What follows belongs to an exercise in optimizing a design on an open flow for small area, a short achievable clock period and few clock cycles; a production flow would make more cautious choices.
For this run, only the layout was checked, not whether the RTL still works.

===== design/flow/run.sh =====
#!/bin/bash
# synth_recipe.tcl (not shown) runs the flow's synth.tcl, then flattens the netlist and writes it again
# the make line also repeats each setting of config.mk as NAME=value (left out here)
make -C /OpenROAD-flow-scripts/flow DESIGN_CONFIG=/design/flow/config.mk WORK_HOME=/design/flow/orfs CLKGATE_MAP_FILE= SYNTH_SCRIPT=/design/flow/synth_recipe.tcl finish

===== design/flow/config.mk =====
export PLATFORM = sky130hd
export DESIGN_NAME = sha256_block
export DESIGN_NICKNAME = sha256_block
export VERILOG_FILES = /design/flow/design.v
export SDC_FILE = /design/flow/constraint.sdc
export NUM_CORES = 4
export LEC_CHECK = 0
export CAP_MARGIN = 20
export CORE_MARGIN = 2
export CORE_UTILIZATION = 40
export PLACE_DENSITY = 0.6
export SLEW_MARGIN = 20

===== design/flow/constraint.sdc =====
create_clock -name core_clock -period 11.0 [get_ports {clk}]
set_input_delay 2.2000 -clock core_clock [delete_from_list [all_inputs] [get_ports {clk}]]
set_output_delay 2.2000 -clock core_clock [all_outputs]
set_load 0.01 [all_outputs]

===== design/flow/design.v =====
module sha256_block (
    input  wire         clk,
    input  wire         rst_n,
    input  wire         in_valid,
    output wire         in_ready,
    input  wire         in_first,    
    input  wire [511:0] in_block,    
    output reg          out_valid,
    output wire [255:0] out_digest   
);
    localparam [255:0] IV = {
        32'h6a09e667, 32'hbb67ae85, 32'h3c6ef372, 32'ha54ff53a,
        32'h510e527f, 32'h9b05688c, 32'h1f83d9ab, 32'h5be0cd19};
    localparam S_IDLE = 2'd0, S_ROUND = 2'd1, S_DONE = 2'd2;
    reg [1:0]   state;
    reg [5:0]   t;
    reg [255:0] h;           
    reg [31:0]  a, b, c, d, e, f, g, hh;
    reg [31:0]  w [0:15];    
    reg [31:0] k_t;
    always @* begin
        case (t)
            6'd0:  k_t = 32'h428a2f98; 6'd1:  k_t = 32'h71374491;
            6'd2:  k_t = 32'hb5c0fbcf; 6'd3:  k_t = 32'he9b5dba5;
            6'd4:  k_t = 32'h3956c25b; 6'd5:  k_t = 32'h59f111f1;
            6'd6:  k_t = 32'h923f82a4; 6'd7:  k_t = 32'hab1c5ed5;
            6'd8:  k_t = 32'hd807aa98; 6'd9:  k_t = 32'h12835b01;
            6'd10: k_t = 32'h243185be; 6'd11: k_t = 32'h550c7dc3;
            6'd12: k_t = 32'h72be5d74; 6'd13: k_t = 32'h80deb1fe;
            6'd14: k_t = 32'h9bdc06a7; 6'd15: k_t = 32'hc19bf174;
            6'd16: k_t = 32'he49b69c1; 6'd17: k_t = 32'hefbe4786;
            6'd18: k_t = 32'h0fc19dc6; 6'd19: k_t = 32'h240ca1cc;
            6'd20: k_t = 32'h2de92c6f; 6'd21: k_t = 32'h4a7484aa;
            6'd22: k_t = 32'h5cb0a9dc; 6'd23: k_t = 32'h76f988da;
            6'd24: k_t = 32'h983e5152; 6'd25: k_t = 32'ha831c66d;
            6'd26: k_t = 32'hb00327c8; 6'd27: k_t = 32'hbf597fc7;
            6'd28: k_t = 32'hc6e00bf3; 6'd29: k_t = 32'hd5a79147;
            6'd30: k_t = 32'h06ca6351; 6'd31: k_t = 32'h14292967;
            6'd32: k_t = 32'h27b70a85; 6'd33: k_t = 32'h2e1b2138;
            6'd34: k_t = 32'h4d2c6dfc; 6'd35: k_t = 32'h53380d13;
            6'd36: k_t = 32'h650a7354; 6'd37: k_t = 32'h766a0abb;
            6'd38: k_t = 32'h81c2c92e; 6'd39: k_t = 32'h92722c85;
            6'd40: k_t = 32'ha2bfe8a1; 6'd41: k_t = 32'ha81a664b;
            6'd42: k_t = 32'hc24b8b70; 6'd43: k_t = 32'hc76c51a3;
            6'd44: k_t = 32'hd192e819; 6'd45: k_t = 32'hd6990624;
            6'd46: k_t = 32'hf40e3585; 6'd47: k_t = 32'h106aa070;
            6'd48: k_t = 32'h19a4c116; 6'd49: k_t = 32'h1e376c08;
            6'd50: k_t = 32'h2748774c; 6'd51: k_t = 32'h34b0bcb5;
            6'd52: k_t = 32'h391c0cb3; 6'd53: k_t = 32'h4ed8aa4a;
            6'd54: k_t = 32'h5b9cca4f; 6'd55: k_t = 32'h682e6ff3;
            6'd56: k_t = 32'h748f82ee; 6'd57: k_t = 32'h78a5636f;
            6'd58: k_t = 32'h84c87814; 6'd59: k_t = 32'h8cc70208;
            6'd60: k_t = 32'h90befffa; 6'd61: k_t = 32'ha4506ceb;
            6'd62: k_t = 32'hbef9a3f7; default: k_t = 32'hc67178f2;
        endcase
    end
    assign in_ready   = rst_n && (state == S_IDLE);
    assign out_digest = h;
    wire [31:0] s1  = {e[5:0], e[31:6]} ^ {e[10:0], e[31:11]} ^ {e[24:0], e[31:25]};
    wire [31:0] ch  = (e & f) ^ (~e & g);
    wire [31:0] t1  = hh + s1 + ch + k_t + w[0];
    wire [31:0] s0  = {a[1:0], a[31:2]} ^ {a[12:0], a[31:13]} ^ {a[21:0], a[31:22]};
    wire [31:0] maj = (a & b) ^ (a & c) ^ (b & c);
    wire [31:0] t2  = s0 + maj;
    wire [31:0] ws0   = {w[1][6:0], w[1][31:7]} ^ {w[1][17:0], w[1][31:18]} ^ (w[1] >> 3);
    wire [31:0] ws1   = {w[14][16:0], w[14][31:17]} ^ {w[14][18:0], w[14][31:19]} ^ (w[14] >> 10);
    wire [31:0] w_new = ws1 + w[9] + ws0 + w[0];
    wire [255:0] start = in_first ? IV : h;
    integer i;
    always @(posedge clk) begin
        if (!rst_n) begin
            state     <= S_IDLE;
            out_valid <= 1'b0;
        end else begin
            out_valid <= 1'b0;
            case (state)
                S_IDLE: begin
                    if (in_valid) begin
                        {a, b, c, d, e, f, g, hh} <= start;
                        h <= start;
                        for (i = 0; i < 16; i = i + 1)
                            w[i] <= in_block[511 - 32*i -: 32];
                        t <= 6'd0;
                        state <= S_ROUND;
                    end
                end
                S_ROUND: begin
                    hh <= g;
                    g  <= f;
                    f  <= e;
                    e  <= d + t1;
                    d  <= c;
                    c  <= b;
                    b  <= a;
                    a  <= t1 + t2;
                    for (i = 0; i < 15; i = i + 1)
                        w[i] <= w[i + 1];
                    w[15] <= w_new;
                    t <= t + 6'd1;
                    if (t == 6'd63) state <= S_DONE;
                end
                default: begin
                    h <= {h[255:224] + a, h[223:192] + b, h[191:160] + c, h[159:128] + d,
                          h[127:96] + e, h[95:64] + f, h[63:32] + g, h[31:0] + hh};
                    out_valid <= 1'b1;
                    state <= S_IDLE;
                end
            endcase
        end
    end
endmodule

==> impl_metrics.json <==
{
  "outcome": "finished clean",
  "ys_ff_latch": 1065,
  "r2r_setup_slack_ns": 2.63,
  "met2_length_mm": 142.6,
  "nets": 9537,
  "insertion_delay_ns": 0.82,
  "yosysUniqueCellTypes": 95,
  "cts_resized": 0,
  "r2r_cells": 33,
  "synthTopCellsByCount": "1942 x nand2_1, 1030 x edfxtp_1, 596 x a21oi_1, 528 x o21ai_0, 482 x nor2_1",
  "ctsHtreeMaxLevel": 4,
  "synth_area_leader_cell": "edfxtp_1",
  "ctsRootBufferMaster": "clkbuf_16",
  "drt_iter0_drc": 6893,
  "drv_cap": 0,
  "drt-met1-wl_mm": 119.9,
  "grt-ovfl-total": 0,
  "vias_per_cell": 5.696,
  "crit_buf_inv": 4,
  "yosysMostFrequentCell": "nand2_1",
  "antenna_found_initial": 38,
  "cp_common_cell": "fa_1",
  "grt_pass1_wl_mm": 422.9,
  "fp.dieW_um": 428.9,
  "stdcell_area_mm2": 0.08643,
  "rows": 155,
  "r2r_start": "e[26]$_DFFE_PP_",
  "post-cts-setup-buffers": 0,
  "max_clock_freq_ghz": 0.1194,
  "cp_top_family": "adder cells",
  "worstHoldStart": "w[4][4]$_DFFE_PP_",
  "wl_met3_mm": 21.30,
  "hold_viol": 0,
  "worst_hold_slack_ns": 0.5050,
  "crit_slowest_cell": "o41ai_1",
  "grt_usage_pct": 31.49,
  "via_count": 62154,
  "crit_path_max_fanout": 8,
  "critical_path_class": "reg -> reg",
  "period_share_pct": 76.13,
  "postSynthAreaPerCell_um2": 9.167,
  "synth-edff-count": 1030,
  "tritoncts": "built",
  "core_area_mm2": 0.1790,
  "post_dp_cell_area_mm2": 0.08207,
  "wl_per_cell_um": 27.38,
  "ys_top_cells_by_area": "edfxtp_1 43%, nand2_1 10%, ha_1 6.7%, fa_1 5.4%, xnor2_1 4.4%",
  "rsz0062_at_grt": "no",
  "syn2layout_area_growth_pct": 19.68,
  "cts.clk_slew.worst_paths_ns": 0.06,
  "yosysWarnings": 2,
  "hold_end": "w[3][4]$_DFFE_PP_",
  "drtPass1Iterations": 7,
  "seq_area_frac_synth_pct": 43.80,
  "ant_nets": 0,
  "wl_mm": 298.7,
  "cp-end-kind": "flop",
  "crit_required_ns": 11.52,
  "drive_gt1_share_pct": 3.958,
  "grt_max_degree": 183,
  "finalSetupViolations": 0,
  "layout_min_cycle_time_ns": 8.374,
  "synth_flop_cell": "edfxtp_1",
  "dieArea_mm2": 0.1840,
  "numCtsBuffers": 136,
  "top_layer": "met5",
  "start_kind": "flop",
  "yosysTopAreaCellShare_pct": 42.83,
  "r2r-end": "a[28]$_DFFE_PP_",
  "clk_path_buf_depth": 3,
  "slowest_delay_ns": 0.61,
  "synthCells": 7878,
  "drc": 0,
  "hpwl_mm": 228.9,
  "gp_congestion": 1.011,
  "syn_area_mm2": 0.07222,
  "portBuffers": 773,
  "max-slew-margin-rel_pct": 24.00,
  "cp.arrival_ns": 8.89,
  "initial_core_util_pct": 40.35,
  "whs_path_depth": 2,
  "die_h_um": 428.9,
  "grt_pass1_vias": 59476,
  "ys_async_sr_fraction_pct": 0,
  "synth_fp_nets": 8978,
  "tightest_slew_ns": 1.140,
  "slew_violations": 0,
  "cts_hold_buf": 0,
  "clock_skew_ns": 0.03068,
  "cts_sinks": 1065,
  "hold_class": "reg -> reg",
  "ios": 774
}
==> state kept, by name, summed over array words and instances, names as in the netlist <==
name,cells
b,32
t,6
h,256
state,2
f,32
w,512
d,32
k_t,32
g,32
c,32
hh,32
a,32
e,32
out_valid,1
==> routing by layer <==
metal,up-vias,global-route usage (%)
li1,28496,-
met3,447,5.504
met1,30521,40.16
met4,18,14.48
met5,-,0
met2,2672,52.07
==> area by class of cell <==
type	instances	area [um2]
multi-input cells	5966	37580
well taps	2355	2947
repair buffers	828	8252
inverters	440	1660
clock buffers	165	3616
clock inverters	76	709.4
flip-flops and latches	1065	31630
fillers	17084	92570
diodes	16	40.04
==> tightest hold or removal path: stages (launching register included) <==
cell and delay, ns:
edfxtp_1 0.32, nand2_1 0.05, nand2_1 0.05
==> metrics by stage <==
stage / utilization, % / cells / setup WS, ns / TNS (ns)
after floorplan: - / 7878 / -4.794 / -2854.13
after global placement: 45.85 / 10654 / 2.704 / 0
after detailed placement: 45.85 / 10654 / 2.717 / 0
after CTS: 48.26 / 10895 / 2.646 / 0
after global routing: 48.29 / 10911 / 2.130 / 0
final: 48.29 / 10911 / 2.626 / 0
==> worst max path at each step <==
stage	depth (start not counted)	slack, ns	from	to
floorplan	13	-4.79	rst_n	k_t[26]$_DFF_P_
global placement	34	2.70	e[27]$_DFFE_PP_	a[31]$_DFFE_PP_
detailed placement	33	2.72	e[26]$_DFFE_PP_	a[28]$_DFFE_PP_
CTS	33	2.65	e[26]$_DFFE_PP_	a[28]$_DFFE_PP_
global route	33	2.13	e[26]$_DFFE_PP_	a[28]$_DFFE_PP_
finish	33	2.63	e[26]$_DFFE_PP_	a[28]$_DFFE_PP_
==> cell usage in the layout (no fill, tap or decap), types with 22 or more instances in the layout <==
cell | netlist | routed
nor3_1 | 166 | 166
nor2_1 | 482 | 481
clkinv_1 | 1 | 28
a21oi_1 | 596 | 590
o21a_1 | 63 | 62
clkbuf_16 | 0 | 139
buf_4 | 0 | 47
a21o_1 | 192 | 191
nand3_1 | 85 | 85
xor2_1 | 185 | 185
fa_1 | 195 | 195
ha_1 | 389 | 383
a31oi_1 | 49 | 49
o21bai_1 | 54 | 54
o21ai_1 | 45 | 52
and3_1 | 30 | 30
xnor2_1 | 362 | 362
a211oi_1 | 44 | 44
o211ai_1 | 26 | 26
clkbuf_1 | 369 | 22
inv_1 | 438 | 437
clkdlybuf4s50_1 | 0 | 772
nor2b_1 | 50 | 48
dfxtp_1 | 35 | 35
or3_1 | 35 | 35
o31ai_1 | 34 | 34
edfxtp_1 | 1030 | 1030
nand2_1 | 1942 | 1939
o21ai_0 | 528 | 520
mux2_2 | 29 | 29
nand2b_1 | 62 | 61
==> kinds of logic after synthesis <==
logic type / share of synthesized area (%)
muxes: 0.7017
AOI/OAI and AO/OA: 15.33
DFF: 43.80
xor gates and xnor gates: 6.665
and+or+nand+nor: 16.90
buffers and inverters: 4.416
adders and majority gates: 12.19

[what the ideal ports hide]
How much do the figures lean on ideal ports? The routed layout below was timed once more, with nothing changed but the port constraints.
Step 1, drivers: a clkbuf_16 drives clk and a buf_2 each remaining input, both assumed.
Step 2 times the ports against the registers' clock, not the clock port: input delays grow and output delays shrink by t, the midpoint of the rising clock arrivals with the driver on.
Three values: ideal, step 1, step 2; two values: the first two.
shift t [ns]: 0.895
setup slack, ns: 2.626 / 2.626 / 2.626
worst register clock-pin slew, ns: 0.07 / 0.07
After both steps this run still meets setup and hold. For this run, drivers alone change the setup slack by 0.000 ns; drivers and shift together by 0.000 ns.
